This design comes from an exercise in tuning for small area, a short achievable clock period and few clock cycles per item on the open sky130 flow, not from production work.
RTL that was checked went through simulation tests only; none was proved equivalent to the original.
Power is estimated from default activity; no workload was simulated.

==> 12-16 <==
// flow_hash
module flow_hash (
    input  wire         clk,
    input  wire         rst,         
    input  wire         in_valid,
    output wire         in_ready,
    input  wire [1:0]   in_op,       
    input  wire [3:0]   in_len,      
    input  wire         in_frag,     
    input  wire [31:0]  in_seed,
    input  wire [511:0] in_words,    
    output wire         out_valid,
    input  wire         out_ready,
    output wire [31:0]  out_hash
);
==> flow/config.mk <==
export PLATFORM = sky130hd
export DESIGN_NAME = flow_hash
export DESIGN_NICKNAME = flow_hash
export VERILOG_FILES = /design/flow/design.v
export SDC_FILE = /design/flow/constraint.sdc
export NUM_CORES = 4
export LEC_CHECK = 0
export CAP_MARGIN = 0
export CORE_MARGIN = 2
export CORE_UTILIZATION = 40
export SETUP_SLACK_MARGIN = 3.6
export SLEW_MARGIN = 0
export TNS_END_PERCENT = 20
==> flow/constraint.sdc <==
create_clock -name core_clock -period 8.0 [get_ports {clk}]
set_input_delay 1.6000 -clock core_clock [delete_from_list [all_inputs] [get_ports {clk}]]
set_output_delay 1.6000 -clock core_clock [all_outputs]
set_load 0.01 [all_outputs]
standard.sh (not shown) runs the stock make flow with config.mk's settings and CLKGATE_MAP_FILE= SYNTH_SCRIPT=/design/flow/synth_recipe.tcl, a recipe that flattens the netlist after the stock synthesis.
==> flow/flow/run.sh <==
#!/bin/bash
# Own layout flow: the standard layout (standard.sh: ORFS synthesis to
# final layout, unchanged), except that the port buffers that global
# placement inserts on every input and output are the platform's smallest
# plain buffer (buf_1) instead of the clkdlybuf4s50_1 delay cell that
# buffer_ports picks by default.  Repair may still resize them.
set -euo pipefail
export BUFFER_PORTS_ARGS="-buffer_cell sky130_fd_sc_hd__buf_1"
bash standard.sh finish > standard_flow.log 2>&1
==> inputs of 10-05, as changes to 12-16 <==
--- a/flow/design.v
+++ b/flow/design.v
@@ -439,11 +439,11 @@
     reg  [31:0] y2;
     reg  [31:0] res;
     wire stall = ov & ~out_ready;
     assign in_ready  = ~stall;
     assign out_valid = ov;
-    assign out_hash  = res ^ {15'd0, res[31:15]};
+    assign out_hash  = res;
     wire [31:0] t0 = {gs[26:0], gs[31:27]};
     wire [31:0] u1 = {t0[26:0], t0[31:27]};
     wire [31:0] t1 = {n1b[0] ? t0[31:16] : u1[31:16], n1[0] ? u1[15:0] : t0[15:0]};
     wire [31:0] u2 = {t1[21:0], t1[31:22]};
     wire [31:0] t2 = {n1b[1] ? t1[31:16] : u2[31:16], n1[1] ? u2[15:0] : t1[15:0]};
@@ -1467,11 +1467,11 @@
     assign mb_add_g5[30] = mb_add_g4[30] | (mb_add_t4[30] & mb_add_g4[15]);
     assign mb_add_t5[30] = mb_add_t4[30] & mb_add_t4[15];
     assign mb_add_g5[31] = mb_add_g4[31] | (mb_add_t4[31] & mb_add_g4[15]);
     assign mb_add_t5[31] = mb_add_t4[31] & mb_add_t4[15];
     wire [31:0] prod = mb_add_p ^ {mb_add_g5[30:0], 1'b0};
-    wire [31:0] fin = prod;
+    wire [31:0] fin = prod ^ {15'd0, prod[31:15]};
     always @(posedge clk) begin
         if (rst) begin
             v1 <= 1'b0;
             v2 <= 1'b0;
             ov <= 1'b0;
==> inputs of 12-17, as changes to 12-16 <==
--- a/flow/design.v
+++ b/flow/design.v
@@ -422,37 +422,26 @@
     wire [31:0] fb20 = {fb[11:0], fb[31:12]};
     wire [31:0] pq   = fa ^ fb20;
     wire [15:0] x6   = xs;
     wire [31:0] x6w  = {x6, x6};
     wire [31:0] cor6 = pq ^ {pq[19:0], pq[31:20]} ^ {x6w[12:0], x6w[31:13]};
-    wire [31:0] fab  = fa ^ fb;
-    wire [31:0] fcd  = fc ^ fd;
-    wire [31:0] gk   = fab ^ fcd;
-    wire [31:0] gs4  = (fab ^ cor4) ^ fcd;
-    wire [31:0] sw6  = {fb[11:0], fb[31:12]} ^ {fa[19:0], fa[31:20]};
-    wire [31:0] gs6  = (sw6 ^ {x6w[12:0], x6w[31:13]}) ^ fcd;
-    wire [31:0] g = swap4 ? gs4 : (swap6 ? gs6 : gk);
+    wire [31:0] g = fold ^ ((swap4 ? cor4 : 32'd0) | (swap6 ? cor6 : 32'd0));
     reg         v1, v2, ov;
     reg  [31:0] g1;
     reg  [3:0]  n1;
-    reg  [3:0]  n1b;
+    reg  [3:0]  rl1, rh1;
     wire [31:0] gs = g1;
     reg  [31:0] y2;
     reg  [31:0] res;
     wire stall = ov & ~out_ready;
     assign in_ready  = ~stall;
     assign out_valid = ov;
     assign out_hash  = res ^ {15'd0, res[31:15]};
-    wire [31:0] t0 = {gs[26:0], gs[31:27]};
-    wire [31:0] u1 = {t0[26:0], t0[31:27]};
-    wire [31:0] t1 = {n1b[0] ? t0[31:16] : u1[31:16], n1[0] ? u1[15:0] : t0[15:0]};
-    wire [31:0] u2 = {t1[21:0], t1[31:22]};
-    wire [31:0] t2 = {n1b[1] ? t1[31:16] : u2[31:16], n1[1] ? u2[15:0] : t1[15:0]};
-    wire [31:0] u3 = {t2[11:0], t2[31:12]};
-    wire [31:0] t3 = {n1b[2] ? t2[31:16] : u3[31:16], n1[2] ? u3[15:0] : t2[15:0]};
-    wire [31:0] u4 = {t3[23:0], t3[31:24]};
-    wire [31:0] hr = {n1b[3] ? t3[31:16] : u4[31:16], n1[3] ? u4[15:0] : t3[15:0]};
+    wire [31:0] t0 = ({gs[26:0], gs[31:27]} & {32{rl1[0]}}) | ({gs[21:0], gs[31:22]} & {32{rl1[1]}})
+                   | ({gs[16:0], gs[31:17]} & {32{rl1[2]}}) | ({gs[11:0], gs[31:12]} & {32{rl1[3]}});
+    wire [31:0] hr = (t0 & {32{rh1[0]}}) | ({t0[11:0], t0[31:12]} & {32{rh1[1]}})
+                   | ({t0[23:0], t0[31:24]} & {32{rh1[2]}}) | ({t0[3:0], t0[31:4]} & {32{rh1[3]}});
     wire ma_1;
     wire ma_2;
     assign ma_1 = ~hr[5] ^ ~hr[0];
     assign ma_2 = ~hr[5] & ~hr[0];
     wire ma_3;
@@ -1481,11 +1470,12 @@
             ov <= v2;
         end
         if (~stall) begin
             g1  <= g;
             n1  <= nm1;
-            n1b <= ~nm1;
+            rl1 <= 4'd1 << nm1[1:0];
+            rh1 <= 4'd1 << nm1[3:2];
             y2  <= ya;
             res <= fin;
         end
     end
 endmodule
- GPL_ROUTABILITY_DRIVEN: default -> 0
- SETUP_SLACK_MARGIN: 3.6 -> 3.3
- TNS_END_PERCENT: 20 -> 100
==> inputs of 09-19, as changes to 12-16 <==
--- a/flow/design.v
+++ b/flow/design.v
@@ -422,37 +422,26 @@
     wire [31:0] fb20 = {fb[11:0], fb[31:12]};
     wire [31:0] pq   = fa ^ fb20;
     wire [15:0] x6   = xs;
     wire [31:0] x6w  = {x6, x6};
     wire [31:0] cor6 = pq ^ {pq[19:0], pq[31:20]} ^ {x6w[12:0], x6w[31:13]};
-    wire [31:0] fab  = fa ^ fb;
-    wire [31:0] fcd  = fc ^ fd;
-    wire [31:0] gk   = fab ^ fcd;
-    wire [31:0] gs4  = (fab ^ cor4) ^ fcd;
-    wire [31:0] sw6  = {fb[11:0], fb[31:12]} ^ {fa[19:0], fa[31:20]};
-    wire [31:0] gs6  = (sw6 ^ {x6w[12:0], x6w[31:13]}) ^ fcd;
-    wire [31:0] g = swap4 ? gs4 : (swap6 ? gs6 : gk);
+    wire [31:0] g = fold ^ ((swap4 ? cor4 : 32'd0) | (swap6 ? cor6 : 32'd0));
     reg         v1, v2, ov;
     reg  [31:0] g1;
     reg  [3:0]  n1;
-    reg  [3:0]  n1b;
+    reg  [3:0]  rl1, rh1;
     wire [31:0] gs = g1;
     reg  [31:0] y2;
     reg  [31:0] res;
     wire stall = ov & ~out_ready;
     assign in_ready  = ~stall;
     assign out_valid = ov;
     assign out_hash  = res ^ {15'd0, res[31:15]};
-    wire [31:0] t0 = {gs[26:0], gs[31:27]};
-    wire [31:0] u1 = {t0[26:0], t0[31:27]};
-    wire [31:0] t1 = {n1b[0] ? t0[31:16] : u1[31:16], n1[0] ? u1[15:0] : t0[15:0]};
-    wire [31:0] u2 = {t1[21:0], t1[31:22]};
-    wire [31:0] t2 = {n1b[1] ? t1[31:16] : u2[31:16], n1[1] ? u2[15:0] : t1[15:0]};
-    wire [31:0] u3 = {t2[11:0], t2[31:12]};
-    wire [31:0] t3 = {n1b[2] ? t2[31:16] : u3[31:16], n1[2] ? u3[15:0] : t2[15:0]};
-    wire [31:0] u4 = {t3[23:0], t3[31:24]};
-    wire [31:0] hr = {n1b[3] ? t3[31:16] : u4[31:16], n1[3] ? u4[15:0] : t3[15:0]};
+    wire [31:0] t0 = ({gs[26:0], gs[31:27]} & {32{rl1[0]}}) | ({gs[21:0], gs[31:22]} & {32{rl1[1]}})
+                   | ({gs[16:0], gs[31:17]} & {32{rl1[2]}}) | ({gs[11:0], gs[31:12]} & {32{rl1[3]}});
+    wire [31:0] hr = (t0 & {32{rh1[0]}}) | ({t0[11:0], t0[31:12]} & {32{rh1[1]}})
+                   | ({t0[23:0], t0[31:24]} & {32{rh1[2]}}) | ({t0[3:0], t0[31:4]} & {32{rh1[3]}});
     wire ma_1;
     wire ma_2;
     assign ma_1 = ~hr[5] ^ ~hr[0];
     assign ma_2 = ~hr[5] & ~hr[0];
     wire ma_3;
@@ -1481,11 +1470,12 @@
             ov <= v2;
         end
         if (~stall) begin
             g1  <= g;
             n1  <= nm1;
-            n1b <= ~nm1;
+            rl1 <= 4'd1 << nm1[1:0];
+            rh1 <= 4'd1 << nm1[3:2];
             y2  <= ya;
             res <= fin;
         end
     end
 endmodule
- SETUP_SLACK_MARGIN: 3.6 -> 3.8
- TNS_END_PERCENT: 20 -> 10
==> summary of the runs <==
First-iteration DRC count, highest first: 12-16, 12-17, 09-19, 10-05.
In 10-05 the critical path depth is lower than in 12-16, by 1.
Against 10-05, the global-route usage of 12-17 is lower by 3.1 points.
Combinational power: 12-17 < 12-16 < 09-19 < 10-05.
Testbench counts of 12-17, summed over its fixed seeds: cycles 9,624, items 9,600.
Testbench counts of 09-19, summed over its fixed seeds: cycles 9,624, items 9,600.
The RTL of 12-16 and 10-05 was laid out without a check of its function.

[static timing again, ports no longer ideal]
The flow's constraints put no driver on any port. The routed layouts listed below were extracted and timed again, unchanged, in two steps.
Step 1: set_driving_cell puts a clkbuf_16 on clk and a buf_2 on each other input, an assumption about the parent block.
Step 2 times the ports against the registers' clock, not the clock port: input delays grow and output delays shrink by t, the midpoint of the rising clock arrivals with the driver on.
a / b / c = no drivers / after step 1 / after step 2; a / b = the first two.
run	shift t [ns]	setup slack, ns	worst setup path at the end	clock arrival spread, ns
12-16	0.422	3.079 / 2.825 / 2.403	input to register	0.019 / 0.020
10-05	0.423	3.250 / 3.011 / 2.588	input to register	0.018 / 0.017
12-17	0.407	3.158 / 3.173 / 2.765	input to register	0.023 / 0.023
09-19	0.437	3.485 / 3.162 / 2.725	input to register	0.016 / 0.016
After both steps every run listed still meets setup and hold. The setup slack of 09-19, which loses most, moves by -0.323 ns with the drivers and by -0.760 ns with both steps.
